From an optimization exercise on the open Yosys and OpenROAD flow, aimed at small area, a short achievable clock period and few clock cycles per item; shortcuts taken in it are not production practice. At most, simulation tests tie the RTL to the original design; equivalence was not proved. For run 2, only the layout was checked, not whether the RTL still works.

==> flow/design.v (outline; a module is shown in full before it is edited, if it fits) <==
// module rs_encoder: 845 lines
// module rs_cw_check: 704 lines
// module dmc_line_decoder: 101 lines
module dmc_line_decoder (
    input  wire         clk,
    input  wire         rst,           
    input  wire         in_valid,
    output wire         in_ready,
    input  wire [639:0] in_line,       
    output reg          out_valid,
    output reg  [511:0] out_data,      
    output reg  [127:0] out_check,     
    output reg  [1:0]   out_class,     
    output reg  [4:0]   out_dev        
);
  // ...
==> flow/flow/run.sh <==
#!/bin/bash
# Layout flow: the standard synthesis (standard.sh synth, unchanged), then the
# standard layout with the port buffers made from PORT_BUF cells and timing
# repair asked to leave setup slack of SETUP_MARGIN ns at the design's clock
# period, so that it sizes and buffers the logic for a shorter achieved
# period. After each try, flow/check.tcl counts max-slew and max-capacitance
# violations on the final layout; if there are any, global and detailed
# routing run again with larger repair margins. flow/params.sh may change
# these settings. Each step writes its output to a log of its own.
set -uo pipefail
SETUP_MARGIN=24
SLEWCAP=40
PORT_BUF=sky130_fd_sc_hd__buf_1
EXTRA=()
if [[ -f flow/params.sh ]]; then source flow/params.sh; fi
export RESULTS=$PWD/orfs/results/sky130hd/dmc_line_decoder/base
bash standard.sh synth > synth.log 2>&1 || exit 1
try=0
for sc in $SLEWCAP 60 80; do
  try=$((try + 1))
  if (( try > 1 )); then
    bash standard.sh clean_route clean_finish > clean_$try.log 2>&1
  fi
  bash standard.sh "BUFFER_PORTS_ARGS=-buffer_cell $PORT_BUF" \
      SETUP_SLACK_MARGIN=$SETUP_MARGIN SLEW_MARGIN=$sc CAP_MARGIN=$sc \
      "${EXTRA[@]}" finish > layout_$try.log 2>&1 || continue
  openroad -no_init -exit flow/check.tcl > check_$try.log 2>&1
  if grep -q "^CHECK slew 0 cap 0 " check_$try.log; then break; fi
done
==> flow/flow/check.tcl <==
# Counts max-slew and max-capacitance violations and prints the worst setup
# slack of ORFS's final layout, with its own extracted parasitics.
read_db $::env(RESULTS)/6_final.odb
read_liberty $::env(FLOW_HOME)/platforms/sky130hd/lib/sky130_fd_sc_hd__tt_025C_1v80.lib
read_sdc $::env(RESULTS)/6_final.sdc
read_spef $::env(RESULTS)/6_final.spef
set_propagated_clock [all_clocks]
puts "CHECK slew [sta::max_slew_violation_count] cap [sta::max_capacitance_violation_count] setup_ws [worst_slack -max]"
==> flow/flow/params.sh <==
SLEWCAP=20
EXTRA=(CORE_UTILIZATION=50 "CTS_BUF_LIST=sky130_fd_sc_hd__clkbuf_8" REMOVE_ABC_BUFFERS=1 PLACE_DENSITY=0.7)
==> flow/standard.sh <==
#!/bin/bash
# synth_recipe.tcl (not shown) runs the flow's synth.tcl, then flattens the netlist and writes it again
# the make line also repeats each setting of config.mk as NAME=value (left out here)
make -C /OpenROAD-flow-scripts/flow DESIGN_CONFIG=/design/flow/config.mk WORK_HOME=/design/flow/orfs CLKGATE_MAP_FILE= SYNTH_SCRIPT=/design/flow/synth_recipe.tcl "${@:-finish}"
==> flow/config.mk <==
export PLATFORM = sky130hd
export DESIGN_NAME = dmc_line_decoder
export DESIGN_NICKNAME = dmc_line_decoder
export VERILOG_FILES = /design/flow/design.v
export SDC_FILE = /design/flow/constraint.sdc
export NUM_CORES = 4
export LEC_CHECK = 0
export CAP_MARGIN = 20
export CORE_MARGIN = 2
export CORE_UTILIZATION = 40
export SLEW_MARGIN = 20
==> flow/constraint.sdc <==
create_clock -name core_clock -period 32.0 [get_ports {clk}]
set_input_delay 6.4000 -clock core_clock [delete_from_list [all_inputs] [get_ports {clk}]]
set_output_delay 6.4000 -clock core_clock [all_outputs]
set_load 0.01 [all_outputs]
==> results.txt, run 1 <==
Outcome
The run finished with no timing, DRC or antenna violations.

Floorplanning
The die covers 200600 um^2. The number of top-level pins is 1292. The die outline width is ~450 um.

The count of inserted tapcells is 2624.

Logic synthesis
The share of synthesized area occupied by flip-flops and latches is 0.2880. The number of enable-type register cells in the synthesized netlist is 0. The library cell occupying the most area in the post-synthesis netlist is xnor2_1. Measured against the total synthesized area, the mux share comes to 0.01330. The mean instance size in the synthesized netlist is between 9 and 10 um^2. Ranked by total cell area, the synthesized netlist is headed by xnor2_1 33%, dfxtp_1 29%, xor2_1 12%. The share of the synthesized netlist area taken by xor and xnor gates is 0.5458.

The compound-cell area share of the yosys netlist is 0.03408.

Critical path
The destination of the worst register-to-register timing path is out_data[132].

Clock tree
For this design, the CTS-stage hold fixing added 0 buffers. The post-CTS setup repair buffer count is 3. The clock reaches the later pin of the worst-skew pair after between 1 and 1.5 ns. The number of gates resized after CTS was between 800 and 900.

Finish
The area growth from synthesis to layout is 18.87%. The proportion of layout cells with a drive suffix above 1 is 0.1448. Of the total standard cell area in the layout, the multi-input combinational portion is 0.6132. In the layout the commonest cells are 3499 x xnor2_1, 1313 x dfxtp_1, 1264 x xor2_1, 928 x buf_1, 646 x nor2_1. The fill cell total of the finished layout is approximately 17000. Of the total standard cell area in the layout, the sequential portion is 0.2446. Leaving out the clock tree, the finished layout contains an inverter count of 42.

Global route
met2 is the most crowded layer. The all-layer global routing usage is 0.4674. Entering global routing, the biggest net connects 102 pins. After global routing the overflow that remains totals 0.

The met3 track demand over resource is 0.1307.

Worst hold path
In this run the most critical hold path is launched from line[591].

Routing
The starting DRC count in detailed routing is roughly 12000. The via count is 84146.

Placed design
At the placement stage, the worst setup path has a slack of 22.23 ns. Input and output buffers added on the ports amount to 1290. After detailed placement, the total cell area comes to 107400 um^2.

STA
For the pin with the worst max-slew slack, the measured transition is ~1.2 ns. For the final database, setup skew stands at roughly 0.092 ns. The final hold violation count is 0.
Testbench counts, summed over its fixed seeds: cycles 16,016, items 16,000.
==> module dmc_line_decoder, before the edit <==
module dmc_line_decoder (
    input  wire         clk,
    input  wire         rst,           
    input  wire         in_valid,
    output wire         in_ready,
    input  wire [639:0] in_line,       
    output reg          out_valid,
    output reg  [511:0] out_data,      
    output reg  [127:0] out_check,     
    output reg  [1:0]   out_class,     
    output reg  [4:0]   out_dev        
);
    assign in_ready = 1'b1;
    wire [127:0] in_enc;
    genvar w;
    generate
        for (w = 0; w < 4; w = w + 1) begin : g_enc
            rs_encoder u_enc (.data(in_line[160*w +: 128]), .check(in_enc[32*w +: 32]));
        end
    endgenerate
    reg         line_valid;
    reg [639:0] line;
    reg [127:0] enc;
    always @(posedge clk) begin
        if (rst) line_valid <= 1'b0;
        else     line_valid <= in_valid;
        line <= in_line;
        enc  <= in_enc;
    end
    reg [127:0] rem;
    integer n, b;
    always @* begin
        for (n = 0; n < 4; n = n + 1)
            for (b = 0; b < 4; b = b + 1)
                rem[8*(4*n+b) +: 8] = line[8*(20*n+19-b) +: 8] ^ enc[8*(4*n+3-b) +: 8];
    end
    wire [3:0]   cw_zero, cw_single, cw_poison;
    wire [79:0]  cw_loc;
    wire [31:0]  cw_err;
    generate
        for (w = 0; w < 4; w = w + 1) begin : g_cw
            rs_cw_check u_check (
                .rem    (rem[32*w +: 32]),
                .zero   (cw_zero[w]),
                .single (cw_single[w]),
                .loc    (cw_loc[20*w +: 20]),
                .err    (cw_err[8*w +: 8]),
                .poison (cw_poison[w])
            );
        end
    endgenerate
    reg same;
    integer i, j;
    always @* begin
        same = 1'b1;
        for (i = 0; i < 4; i = i + 1)
            for (j = i + 1; j < 4; j = j + 1)
                same = same & (cw_zero[i] | cw_zero[j] |
                               |(cw_loc[20*i +: 20] & cw_loc[20*j +: 20]));
    end
    wire [19:0] loc = cw_loc[0 +: 20] | cw_loc[20 +: 20] | cw_loc[40 +: 20] | cw_loc[60 +: 20];
    wire clean     = &cw_zero;
    wire all_ok    = &(cw_zero | cw_single);
    wire corrected = !clean && all_ok && same;
    wire poisoned  = &cw_poison;
    wire bad       = !clean && !corrected;              
    wire [1:0] cls = {bad, !clean && (corrected || !poisoned)};
    reg [4:0] dev;
    integer k;
    always @* begin
        dev = 5'd0;
        for (k = 0; k < 20; k = k + 1)
            if (loc[k]) dev = dev | (5'd19 - k[4:0]);
    end
    reg [511:0] data;
    integer cw, d;
    always @* begin
        for (cw = 0; cw < 4; cw = cw + 1)
            for (d = 0; d < 16; d = d + 1)
                data[8*(16*cw+d) +: 8] = line[8*(20*cw+d) +: 8] ^
                    ((corrected && loc[19-d]) ? cw_err[8*cw +: 8] : 8'h00);
    end
    wire use_enc = bad || (corrected && |loc[3:0]);
    reg [127:0] check;
    integer m;
    always @* begin
        for (cw = 0; cw < 4; cw = cw + 1)
            for (m = 0; m < 4; m = m + 1)
                check[8*(4*cw+m) +: 8] =
                    (use_enc ? enc[8*(4*cw+m) +: 8] : line[8*(20*cw+16+m) +: 8]) ^
                    ((bad && (m == 0 || m == 2)) ? 8'hff : 8'h00);
    end
    always @(posedge clk) begin
        if (rst) out_valid <= 1'b0;
        else     out_valid <= line_valid;
        out_data  <= data;
        out_check <= check;
        out_class <= cls;
        out_dev   <= corrected ? dev : 5'd0;
    end
endmodule
==> inputs of run 2 (changes only) <==
--- a/flow/design.v
+++ b/flow/design.v
@@ -1598,19 +1598,49 @@
             );
         end
     endgenerate
-    reg same;
-    integer i, j;
-    always @* begin
-        same = 1'b1;
-        for (i = 0; i < 4; i = i + 1)
-            for (j = i + 1; j < 4; j = j + 1)
-                same = same & (cw_zero[i] | cw_zero[j] |
-                               |(cw_loc[20*i +: 20] & cw_loc[20*j +: 20]));
-    end
     wire [19:0] loc = cw_loc[0 +: 20] | cw_loc[20 +: 20] | cw_loc[40 +: 20] | cw_loc[60 +: 20];
+    wire any0 = loc[0] | loc[1];
+    wire two0 = (loc[0] & loc[1]);
+    wire any1 = loc[2] | loc[3];
+    wire two1 = (loc[2] & loc[3]);
+    wire any2 = loc[4] | loc[5];
+    wire two2 = (loc[4] & loc[5]);
+    wire any3 = loc[6] | loc[7];
+    wire two3 = (loc[6] & loc[7]);
+    wire any4 = loc[8] | loc[9];
+    wire two4 = (loc[8] & loc[9]);
+    wire any5 = loc[10] | loc[11];
+    wire two5 = (loc[10] & loc[11]);
+    wire any6 = loc[12] | loc[13];
+    wire two6 = (loc[12] & loc[13]);
+    wire any7 = loc[14] | loc[15];
+    wire two7 = (loc[14] & loc[15]);
+    wire any8 = loc[16] | loc[17];
+    wire two8 = (loc[16] & loc[17]);
+    wire any9 = loc[18] | loc[19];
+    wire two9 = (loc[18] & loc[19]);
+    wire any10 = any0 | any1;
+    wire two10 = (any0 & any1) | two0 | two1;
+    wire any11 = any2 | any3;
+    wire two11 = (any2 & any3) | two2 | two3;
+    wire any12 = any4 | any5;
+    wire two12 = (any4 & any5) | two4 | two5;
+    wire any13 = any6 | any7;
+    wire two13 = (any6 & any7) | two6 | two7;
+    wire any14 = any8 | any9;
+    wire two14 = (any8 & any9) | two8 | two9;
+    wire any15 = any10 | any11;
+    wire two15 = (any10 & any11) | two10 | two11;
+    wire any16 = any12 | any13;
+    wire two16 = (any12 & any13) | two12 | two13;
+    wire any17 = any15 | any16;
+    wire two17 = (any15 & any16) | two15 | two16;
+    wire any18 = any17 | any14;
+    wire two18 = (any17 & any14) | two17 | two14;
+    wire two = two18;
     wire clean     = &cw_zero;
     wire all_ok    = &(cw_zero | cw_single);
-    wire corrected = !clean && all_ok && same;
+    wire corrected = !clean && all_ok && !two;
     wire poisoned  = &cw_poison;
     wire bad       = !clean && !corrected;              
     wire [1:0] cls = {bad, !clean && (corrected || !poisoned)};
==> flow/flow/params.sh (replaced) <==
SLEWCAP=20
EXTRA=(CORE_UTILIZATION=50 "CTS_BUF_LIST=sky130_fd_sc_hd__clkbuf_8" REMOVE_ABC_BUFFERS=1)
==> results.txt, run 2 <==
Outcome
Result of the run: timing/DRC/antenna clean (unchanged).

Critical path
The most prevalent standard cell on the critical path is xnor2_1 (unchanged). The delay contributed by the slowest stage of the critical path came to 0.54 ns (was 0.44 ns). The data required time at the worst endpoint came to 32.88 ns (was 32.87 ns). The class of the most critical setup path is in2reg (unchanged). The biggest fanout along the worst timing path is 4 (was 5). Cells along the critical path: buf_1 > xor2_1 > xnor2_1 > xor2_1 > xnor2_1 > xnor3_1 > xnor2_1 > xnor2_1 > xnor2_1 (was buf_1 > xnor2_1 > buf_4 > xor2_2 > xor2_1 > xor2_1 > xnor2_1 > xnor2_1 > xnor3_1). The element type at the critical path start is an input port (unchanged). The library cell contributing the largest single delay on the critical path was xnor3_1 (was xor2_1). The endpoint type of the worst setup path is a register (unchanged). The arrival time at the worst endpoint is 9.02 ns (was 9.11 ns).

STA
The summed negative setup slack over all endpoints is 0 ns (unchanged). The period utilization was 0.2544 (was 0.2573). The post-route clock skew is 0.07040 ns (was 0.09188 ns). Unrepaired setup endpoints after global routing: yes (unchanged). The worst relative slew slack is 0.1845 (was 0.1910). The slew at the pin closest to its max-slew limit was 1.223 ns (was 1.214 ns).

The final hold violation count is 0 (unchanged). The achievable frequency came to 0.1228 GHz (was 0.1215 GHz). The number of pins exceeding their max-slew limit in the final report is 0 (unchanged). The clock period minus final worst setup slack is 8.141 ns (was 8.234 ns). The number of endpoints failing setup at the final stage is 0 (unchanged).

Logic synthesis
The share of the synthesized netlist area taken by xor and xnor gates is 0.5368 (was 0.5458). The area share of the largest cell type after synthesis came to 0.3285 (was 0.3323). The combinational family with the most area after synthesis is XOR/XNOR gates (unchanged). The number of synthesized register bits was 1417 (unchanged).

The compound-cell area share of the yosys netlist is 0.02427 (was 0.03408). Dominant cells by area after synthesis: xnor2_1 33%, dfxtp_1 28%, xor2_1 12% (was xnor2_1 33%, dfxtp_1 29%, xor2_1 12%). The count of mapped cells out of synthesis is 9945 (was 10010). The combined area of all synthesized cells is 100800 um^2 (was 98500 um^2). The warning count from the yosys run is 1 (unchanged). The library cell occupying the most area in the post-synthesis netlist was xnor2_1 (unchanged). The adder-cell share of the synthesized area is 0.002779 (was 0.001905).

The number of distinct library cell variants in the gate-level netlist after synthesis was 87 (was 90). The number of enable-type register cells in the synthesized netlist is 0 (unchanged). The mean instance size in the synthesized netlist is 10.14 um^2 (was 9.840 um^2).

The fraction of registers with async set or reset after synthesis is 0 (unchanged). Most common library cells after synthesis: 3782 x xnor2_1, 1417 x dfxtp_1, 1406 x xor2_1 (was 3737 x xnor2_1, 1417 x dfxtp_1, 1378 x xor2_1). The share of synthesized area occupied by flip-flops and latches is 0.2813 (was 0.2880). The post-synthesis mux area share is 0.01342 (was 0.01330). The primary flip-flop cell chosen by synthesis mapping is dfxtp_1 (unchanged).

The most frequent cell after synthesis is xnor2_1 (unchanged). The post-synthesis simple-gate area fraction is 0.1171 (was 0.09575).

Routing
The average wire per cell in the routed design was 32.99 um (was 34.29 um). The via count is 81241 (was 84146). The starting DRC count in detailed routing came to 9565 (was 11555). The detail-routed via count per cell is 5.742 (was 5.925). The remaining number of nets flagged by the antenna check after routing is 0 (unchanged).

The number of remaining DRC errors came to 0 (unchanged). The number of detailed-route iterations in the first pass was 6 (was 9). The wire length reported by the detailed router came to 466.8 mm (was 487.1 mm).

Clock tree
The cell at the root of the clock tree is clkbuf_8 (unchanged). The clock transition at the registers of the reported paths is 0.06 ns (about the same). The clock net sink count came to 1417 (unchanged). The TritonCTS clock tree is yes (unchanged). The hold buffer count at CTS is 0 (unchanged).

The number of buffers on the longest clock path is 3 (unchanged). The insertion delay of the later-clocked pin in the worst-skew pair came to 1.05 ns (was 1.08 ns). The total clock buffers created by CTS was 225 (was 220). The number of H-tree levels is 4 (unchanged).

Floorplanning
The area of the core region was 200100 um^2 (was 195400 um^2). The starting density of the core is 0.5041 (about the same). The number of top-level pins is 1292 (unchanged). The floorplan row count is 164 (was 162). The die outline width is 453.1 um (was 447.9 um). The die area was 205300 um^2 (was 200600 um^2). The die height is 453.1 um (was 447.9 um).

Finish
The register with the highest flop count is line (unchanged). The fill cell total of the finished layout is 17221 (was 16757). The flip-flop count of the largest register after layout is 640 (unchanged).

The proportion of layout cells with a drive suffix above 1 is 0.1825 (was 0.1448). The most frequent standard cell in the layout excluding fill and tap cells is xnor2_1 (unchanged). The area growth from synthesis to layout was 17.90% (was 18.87%).

Largest registers ranked by flip-flop count: line x640, out_data x512 (unchanged). Most used cells in the layout excluding fill and tap cells: 3517 x xnor2_1, 1375 x dfxtp_1, 1273 x xor2_1, 991 x buf_1, 629 x nor2_1 (was 3499 x xnor2_1, 1313 x dfxtp_1, 1264 x xor2_1, 928 x buf_1, 646 x nor2_1). The total number of nets in the final design is 11974 (was 12030).

Global route
The global-route wire length before repair is 629.9 mm (was 652.5 mm). The largest net degree at the start of global routing is 75 (was 102). The remaining global-route overflow is 0 (unchanged).

The all-layer global routing usage is 0.4362 (was 0.4674). The initial antenna violation count is 34 (was 60). The number of global-route vias before repair is 79621 (was 81419).

Placed design
The weighted congestion reported at the end of routability-driven placement is 1.072 (was 1.129). The number of I/O port buffers is 1290 (unchanged). The half-perimeter wire length after detailed placement is 359.8 mm (was 378.0 mm).

Flow run
The max-capacitance violation count came to 0 (unchanged).

Worst hold path
The class of the most critical hold timing path is reg2reg (unchanged).
run 2: changes by cell type after synthesis, sizes merged, moves of 20 or more:
cell    previous run  this run
xor2            1396      1420
xnor2           3828      3864
a311oi            33         2
nand3            106        77
nor3b              8        74
and3b             64         5
nor2             651       631
buf              151       267
clkbuf           303       199
nand2            185       163
run 2: critical path, delay by kind of cell:
family                    cells  cell delay (ns)
xor gates and xnor gates      8             2.26
buffers and inverters         1             0.36
run 2: cells by family (layout without fill, tap and decap cells):
logic type / after synthesis / after routing
AOI/OAI and AO/OA: 377 / 377
other: 1 / 6
adders and majority gates: 23 / 23
DFF: 1417 / 1417
muxes: 126 / 126
buffers and inverters: 503 / 2045
and+or+nand+nor: 1906 / 1907
xor gates and xnor gates: 5592 / 5592
run 2: area by class of cell:
| class | count | area, um^2 | area share |
|---|---|---|---|
| Antenna cell | 5 | 12.51 | 0.0001052 |
| Clock buffer | 287 | 3950 | 0.03322 |
| Clock inverter | 117 | 1125 | 0.009460 |
| Inverter | 37 | 153.9 | 0.001294 |
| Multi-Input combinational cell | 8026 | 73860 | 0.6212 |
| Sequential cell | 1417 | 28440 | 0.2392 |
| Tap cell | 2656 | 3323 | 0.02795 |
| Timing Repair Buffer | 1604 | 8029 | 0.06753 |
run 2: metrics by stage:
stage | hold slack (ns) | utilization | worst slack (ns) | area (um^2) | cells
2_1_floorplan | 0.4095 | - | 0.6999 | 98540 | 9479
3_3_place_gp | 0.4112 | 0.5464 | 21.40 | 109300 | 13710
3_5_place_dp | 0.4140 | 0.5467 | 21.21 | 109400 | 13711
4_1_cts | 0.3608 | 0.5868 | 23.87 | 117400 | 14133
5_1_grt | 0.3912 | 0.5943 | 23.84 | 118900 | 14146
6_report | 0.3767 | 0.5943 | 23.86 | 118900 | 14149
run 2: what timing repair did:
item	4_1_cts	5_1_grt
cloned	3	3
gates resized for setup	637	227
buffers inserted	15	8
endpoints found under the setup margin	970	475
pin swaps	8	4
run 2: worst paths after layout:
check,endpoint,cells past startpoint,slack (ns),startpoint
max reg2reg,out_data[380],22,24.21,enc[87]
min reg2reg,out_data[126],1,0.38,line[126]
max,enc[102],9,23.86,in_line[536]
min,out_data[126],1,0.38,line[126]
run 2: per-layer routing:
layer,part of all wire,GRT usage,routed length (um),up-vias
met5,0.00019,0,89,-
met4,0.066,0.2374,30970,14
met3,0.11,0.1175,50270,1261
met2,0.44,0.6680,203800,5257
met1,0.39,0.5568,181700,40068
li1,-,-,-,34641

==> afterwards: timing with drivers on the ports <==
How much do the figures lean on ideal ports? The routed layouts below were timed once more, with nothing changed but the port constraints. Step 1 sets driving cells, clkbuf_16 on the clock port and buf_2 on the other inputs (assumed; they add their load-dependent delay and slew). Step 2 adds t to the input delays and takes it off the output delays; t is the mean of the earliest and latest rising clock arrival at the registers after step 1. Input paths then give back, and output paths get back, about the clock's delay inside the block. Slacks: ideal ports / drivers / drivers and shift; pairs: ideal ports / drivers.
run | shift t [ns] | slack for setup (ns) | hold WS [ns] | worst setup path after step 2
run 1 | 1.133 | 23.766 / 23.839 / 22.706 | 0.408 / 0.408 / 0.408 | input to register
run 2 | 1.110 | 23.859 / 23.889 / 22.780 | 0.377 / 0.377 / 0.377 | input to register
After both steps every run listed still meets setup and hold. The setup slack of run 2, which loses most, moves by +0.030 ns with the drivers and by -1.079 ns with both steps.
